This design comes from an exercise in tuning for small area, a short achievable clock period and few clock cycles per item on the open sky130 flow, not from production work.
Function was checked by simulation only, so behaviour that the tests miss may differ from the original.

==> inputs of 04-06 <==
Design fliax_group_dot, start of the top module:
module fliax_group_dot (
    input  wire         clk,
    input  wire         rst,
    input  wire         in_valid,
    output wire         in_ready,
    input  wire [127:0] a,
    input  wire [127:0] b,
    input  wire [31:0]  c,
    output reg          out_valid,
    output reg  [31:0]  out_result,
    output reg  [3:0]   out_flags
);
Settings: LEC_CHECK=0, CAP_MARGIN=20, CORE_MARGIN=2, CORE_UTILIZATION=65, PLACE_DENSITY=0.75, SLEW_MARGIN=20, SYNTH_HIERARCHICAL=1; clock period 90.0 ns.
standard.sh (not shown) runs the stock make flow with config.mk's settings and CLKGATE_MAP_FILE= SYNTH_SCRIPT=/design/flow/synth_recipe.tcl, a recipe that flattens the netlist after the stock synthesis.
==> flow/flow/run.sh <==
#!/bin/bash
# The standard layout (the standard.sh, standard synthesis included), with
# one change: the port buffers that global placement inserts are buf_2 cells
# instead of the default clkdlybuf4s50_1 delay cells.  The whole output of the
# ORFS run goes to standard.log; ORFS's per-step logs stay under orfs/logs.
set -euo pipefail
bash standard.sh 'BUFFER_PORTS_ARGS=-buffer_cell sky130_fd_sc_hd__buf_2' finish > standard.log 2>&1
==> 09-18: changes against 04-06 <==
--- a/flow/design.v
+++ b/flow/design.v
@@ -378,17 +378,17 @@
         b0 <= b;
         c0 <= c;
     end
     wire [8:0] t_nan, t_inf, t_sign, t_nz, t_neg, t_cor;
     wire [7:0] t_zinf;
     wire [9:0] t_Tu [0:8];
     wire [9:0] t_Q  [0:8];
     wire [4:0] t_tz [0:8];
-    wire [15:0] t_p [0:7];      
+    wire [15:0] t_p [0:7];
     wire [23:0] t_mc;
     genvar gi;
     generate
         for (gi = 0; gi < 8; gi = gi + 1) begin : g_prod
             wire [15:0] xa = a0[16*gi +: 16];
             wire [15:0] xb = b0[16*gi +: 16];
             wire [7:0]  ea = xa[14:7];
             wire [7:0]  eb = xb[14:7];
@@ -414,19 +414,20 @@
             wire [7:0] mb = {hb, fb};
             wire [9:0] eaf = {2'b0, ea[7:1], ea[0] | ~ha};
             wire [9:0] ebf = {2'b0, eb[7:1], eb[0] | ~hb};
             wire [2:0] lza = ha ? 3'd0 : 3'd7 - msb7p1(fa[6:0]) + 3'd1;
             wire [2:0] lzb = hb ? 3'd0 : 3'd7 - msb7p1(fb[6:0]) + 3'd1;
             wire [3:0] lzab = {1'b0, lza} + {1'b0, lzb};
             wire [15:0] pn;
             fliax_gd_mul8 u_mul (.x(ma), .y(mb), .pn(pn));
-            wire [15:0] pnl = pn << lzab;
-            assign t_p[gi]   = pn;           
-            assign t_cor[gi] = pnl[15];
+            wire [15:0] p = ~pn;
+            wire [15:0] pl = p << lzab;
+            assign t_p[gi]   = p;
+            assign t_cor[gi] = ~pl[15];
             wire [8:0] qs;
             fliax_gd_rca #(.W(8)) u_q (.x(eaf[7:0]), .y(ebf[7:0]), .s(qs));
             assign t_Q[gi]   = {1'b0, qs};
             assign t_Tu[gi]  = t_nz[gi] ? (eaf + ebf + {6'd0, 4'd15 - lzab}) : 10'd0;
             assign t_tz[gi]  = {2'd0, tzc8(ma)} + {2'd0, tzc8(mb)};
         end
     endgenerate
     wire [7:0]  ec = c0[30:23];
@@ -480,17 +481,17 @@
     endgenerate
     wire any_nan  = |t_nan;
     wire any_zinf = |t_zinf;
     wire pos_inf  = |(t_inf & ~t_sign);
     wire neg_inf  = |(t_inf & t_sign);
     wire all_zero = ~|t_nz;
     wire all_negz = all_zero & (&t_sign);
     reg         v1;
-    reg [15:0]  p1 [0:7];       
+    reg [15:0]  p1 [0:7];
     reg [23:0]  mc1;
     reg [6:0]   sh1 [0:8];
     reg [8:0]   neg1;
     reg         cor1;
     reg [9:0]   emax1;
     reg         gst1;
     reg         nan1, inv1, inf1, infs1, zero1, zs1;
     always @(posedge clk) begin
@@ -509,17 +510,17 @@
         inf1  <= pos_inf | neg_inf;
         infs1 <= neg_inf;
         zero1 <= all_zero;
         zs1   <= all_negz;
     end
     wire [72:0] r [0:8];
     generate
         for (gi = 0; gi < 8; gi = gi + 1) begin : g_win
-            wire [71:0] w  = align16(p1[gi], 1'b1, sh1[gi], cor1) ^ {72{~neg1[gi]}};
+            wire [71:0] w  = align16(p1[gi], 1'b0, sh1[gi], cor1) ^ {72{neg1[gi]}};
             assign r[gi] = {(gi == 0) ? neg1[gi] : ~neg1[gi], w};
         end
     endgenerate
     assign r[8] = {~neg1[8], align24(mc1, 1'b0, sh1[8], cor1) ^ {72{neg1[8]}}};
     wire [72:0] l1as, l1bs, l1cs, l2as, l2bs, l3as, l4as;
     wire [73:1] l1ac, l1bc, l1cc, l2ac, l2bc, l3ac, l4ac;
     fliax_gd_csa u_l1a (.x(r[0]), .y(r[1]), .z(r[2]), .s(l1as), .c(l1ac));
     fliax_gd_csa u_l1b (.x(r[3]), .y(r[4]), .z(r[5]), .s(l1bs), .c(l1bc));
CORE_UTILIZATION = 55   (was 65)
CTS_BUF_LIST = sky130_fd_sc_hd__clkbuf_8   (was default)
PLACE_DENSITY = 0.65   (was 0.75)
==> 07-03: changes against 04-06 <==
--- a/flow/design.v
+++ b/flow/design.v
@@ -378,17 +378,17 @@
         b0 <= b;
         c0 <= c;
     end
     wire [8:0] t_nan, t_inf, t_sign, t_nz, t_neg, t_cor;
     wire [7:0] t_zinf;
     wire [9:0] t_Tu [0:8];
     wire [9:0] t_Q  [0:8];
     wire [4:0] t_tz [0:8];
-    wire [15:0] t_p [0:7];      
+    wire [15:0] t_p [0:7];
     wire [23:0] t_mc;
     genvar gi;
     generate
         for (gi = 0; gi < 8; gi = gi + 1) begin : g_prod
             wire [15:0] xa = a0[16*gi +: 16];
             wire [15:0] xb = b0[16*gi +: 16];
             wire [7:0]  ea = xa[14:7];
             wire [7:0]  eb = xb[14:7];
@@ -414,19 +414,20 @@
             wire [7:0] mb = {hb, fb};
             wire [9:0] eaf = {2'b0, ea[7:1], ea[0] | ~ha};
             wire [9:0] ebf = {2'b0, eb[7:1], eb[0] | ~hb};
             wire [2:0] lza = ha ? 3'd0 : 3'd7 - msb7p1(fa[6:0]) + 3'd1;
             wire [2:0] lzb = hb ? 3'd0 : 3'd7 - msb7p1(fb[6:0]) + 3'd1;
             wire [3:0] lzab = {1'b0, lza} + {1'b0, lzb};
             wire [15:0] pn;
             fliax_gd_mul8 u_mul (.x(ma), .y(mb), .pn(pn));
-            wire [15:0] pnl = pn << lzab;
-            assign t_p[gi]   = pn;           
-            assign t_cor[gi] = pnl[15];
+            wire [15:0] p = ~pn;
+            wire [15:0] pl = p << lzab;
+            assign t_p[gi]   = p;
+            assign t_cor[gi] = ~pl[15];
             wire [8:0] qs;
             fliax_gd_rca #(.W(8)) u_q (.x(eaf[7:0]), .y(ebf[7:0]), .s(qs));
             assign t_Q[gi]   = {1'b0, qs};
             assign t_Tu[gi]  = t_nz[gi] ? (eaf + ebf + {6'd0, 4'd15 - lzab}) : 10'd0;
             assign t_tz[gi]  = {2'd0, tzc8(ma)} + {2'd0, tzc8(mb)};
         end
     endgenerate
     wire [7:0]  ec = c0[30:23];
@@ -480,50 +481,50 @@
     endgenerate
     wire any_nan  = |t_nan;
     wire any_zinf = |t_zinf;
     wire pos_inf  = |(t_inf & ~t_sign);
     wire neg_inf  = |(t_inf & t_sign);
     wire all_zero = ~|t_nz;
     wire all_negz = all_zero & (&t_sign);
     reg         v1;
-    reg [15:0]  p1 [0:7];       
+    reg [15:0]  p1 [0:7];
     reg [23:0]  mc1;
     reg [6:0]   sh1 [0:8];
     reg [8:0]   neg1;
     reg         cor1;
     reg [9:0]   emax1;
     reg         gst1;
     reg         nan1, inv1, inf1, infs1, zero1, zs1;
     always @(posedge clk) begin
         v1 <= ~rst & v0;
         for (k = 0; k < 8; k = k + 1)
-            p1[k] <= t_p[k];
-        mc1 <= t_mc;
+            p1[k] <= t_p[k] ^ {16{t_neg[k]}};
+        mc1 <= t_mc ^ {24{t_neg[8]}};
         for (k = 0; k < 9; k = k + 1)
             sh1[k] <= t_sh[k];
         neg1  <= t_neg;
         cor1  <= corr;
         emax1 <= emax;
         gst1  <= |t_sticky;
         nan1  <= any_nan | any_zinf | (pos_inf & neg_inf);
         inv1  <= any_zinf | (~any_nan & pos_inf & neg_inf);
         inf1  <= pos_inf | neg_inf;
         infs1 <= neg_inf;
         zero1 <= all_zero;
         zs1   <= all_negz;
     end
     wire [72:0] r [0:8];
     generate
         for (gi = 0; gi < 8; gi = gi + 1) begin : g_win
-            wire [71:0] w  = align16(p1[gi], 1'b1, sh1[gi], cor1) ^ {72{~neg1[gi]}};
+            wire [71:0] w  = align16(p1[gi], neg1[gi], sh1[gi], cor1);
             assign r[gi] = {(gi == 0) ? neg1[gi] : ~neg1[gi], w};
         end
     endgenerate
-    assign r[8] = {~neg1[8], align24(mc1, 1'b0, sh1[8], cor1) ^ {72{neg1[8]}}};
+    assign r[8] = {~neg1[8], align24(mc1, neg1[8], sh1[8], cor1)};
     wire [72:0] l1as, l1bs, l1cs, l2as, l2bs, l3as, l4as;
     wire [73:1] l1ac, l1bc, l1cc, l2ac, l2bc, l3ac, l4ac;
     fliax_gd_csa u_l1a (.x(r[0]), .y(r[1]), .z(r[2]), .s(l1as), .c(l1ac));
     fliax_gd_csa u_l1b (.x(r[3]), .y(r[4]), .z(r[5]), .s(l1bs), .c(l1bc));
     fliax_gd_csa u_l1c (.x(r[6]), .y(r[7]), .z(r[8]), .s(l1cs), .c(l1cc));
     fliax_gd_csa u_l2a (.x(l1as), .y({l1ac[72:1], neg1[0]}), .z(l1bs), .s(l2as), .c(l2ac));
     fliax_gd_csa u_l2b (.x({l1bc[72:1], neg1[1]}), .y(l1cs), .z({l1cc[72:1], neg1[2]}), .s(l2bs), .c(l2bc));
     fliax_gd_csa u_l3a (.x(l2as), .y({l2ac[72:1], neg1[3]}), .z(l2bs), .s(l3as), .c(l3ac));
CORE_UTILIZATION = 55   (was 65)
PLACE_DENSITY = 0.65   (was 0.75)
==> impl_metrics.ini <==
[run_status]
status = no timing/DRC/antenna violations

[place]
dp_slack_ns = 71.57

[yosys]
avgSynthCellArea_um2 = 8.57
synthXorXnorAreaFrac_pct = 9.98
muxShareOfSynthArea_pct = 6.23

[drt]
routed_wl_mm = 359

[clock_tree]
clock_latency_ns = 0.98

[timing]
post-route-min-period_ns = 19.35
[end of results for 09-18]
==> impl_metrics.ini <==
[run_status]
status = no timing/DRC/antenna violations

[timing]
post-route-min-period_ns = 19.19

[clock_tree]
clock_latency_ns = 0.77

[yosys]
synth-compound-area-share_pct = 19.9
synthXorXnorAreaFrac_pct = 4.88
avgSynthCellArea_um2 = 8.28

[drt]
routed_wl_mm = 375
route.met2.wl_mm = 159

[place]
dp_slack_ns = 71.57

[setup_path]
crit_end = out_result[31]
[end of results for 07-03]
==> impl_metrics.ini <==
[drt]
drc = 0
routed_wl_mm = 390

[yosys]
muxShareOfSynthArea_pct = 6.05
synthXorXnorAreaFrac_pct = 9.79

[clock_tree]
cts_setup_buffers = 0
clock_latency_ns = 0.74

[place]
dp_slack_ns = 71.56

[run_status]
status = no timing/DRC/antenna violations

[die]
core-area_um2 = 136000
[end of results for 04-06]
Testbench counts of 04-06, summed over its fixed seeds: cycles 16,032, items 16,000.
Testbench counts of 09-18, summed over its fixed seeds: cycles 16,032, items 16,000.
Testbench counts of 07-03, summed over its fixed seeds: cycles 16,032, items 16,000.

separate check: timing with driven ports:
No port has a modelled driver above. Below, the same layouts with a new extraction and two added sets of constraints. Step 1: set_driving_cell puts a clkbuf_16 on clk and a buf_2 on each other input, an assumption about the parent block. Step 2, shift: input delay + t, output delay - t, t = (earliest + latest rising clock arrival at the registers) / 2. This alone moves slack from input paths to output paths. Slacks: no drivers / after step 1 / after step 2; pairs: no drivers / after step 1.
run | t (ns) | slack for setup (ns) | worst hold slack (ns) | slew at the worst register clock pin (ns) | cell pins on the clock port's net
04-06 | 0.797 | 70.770 / 70.716 / 70.770 | 0.330 / 0.330 / 0.330 | 0.08 / 0.08 | 1
09-18 | 1.008 | 70.648 / 70.559 / 71.567 | 0.336 / 0.336 / 0.336 | 0.08 / 0.08 | 1
07-03 | 0.822 | 70.808 / 70.717 / 71.539 | 0.328 / 0.328 / 0.328 | 0.07 / 0.07 | 1
After both steps setup and hold are still met in every run listed.
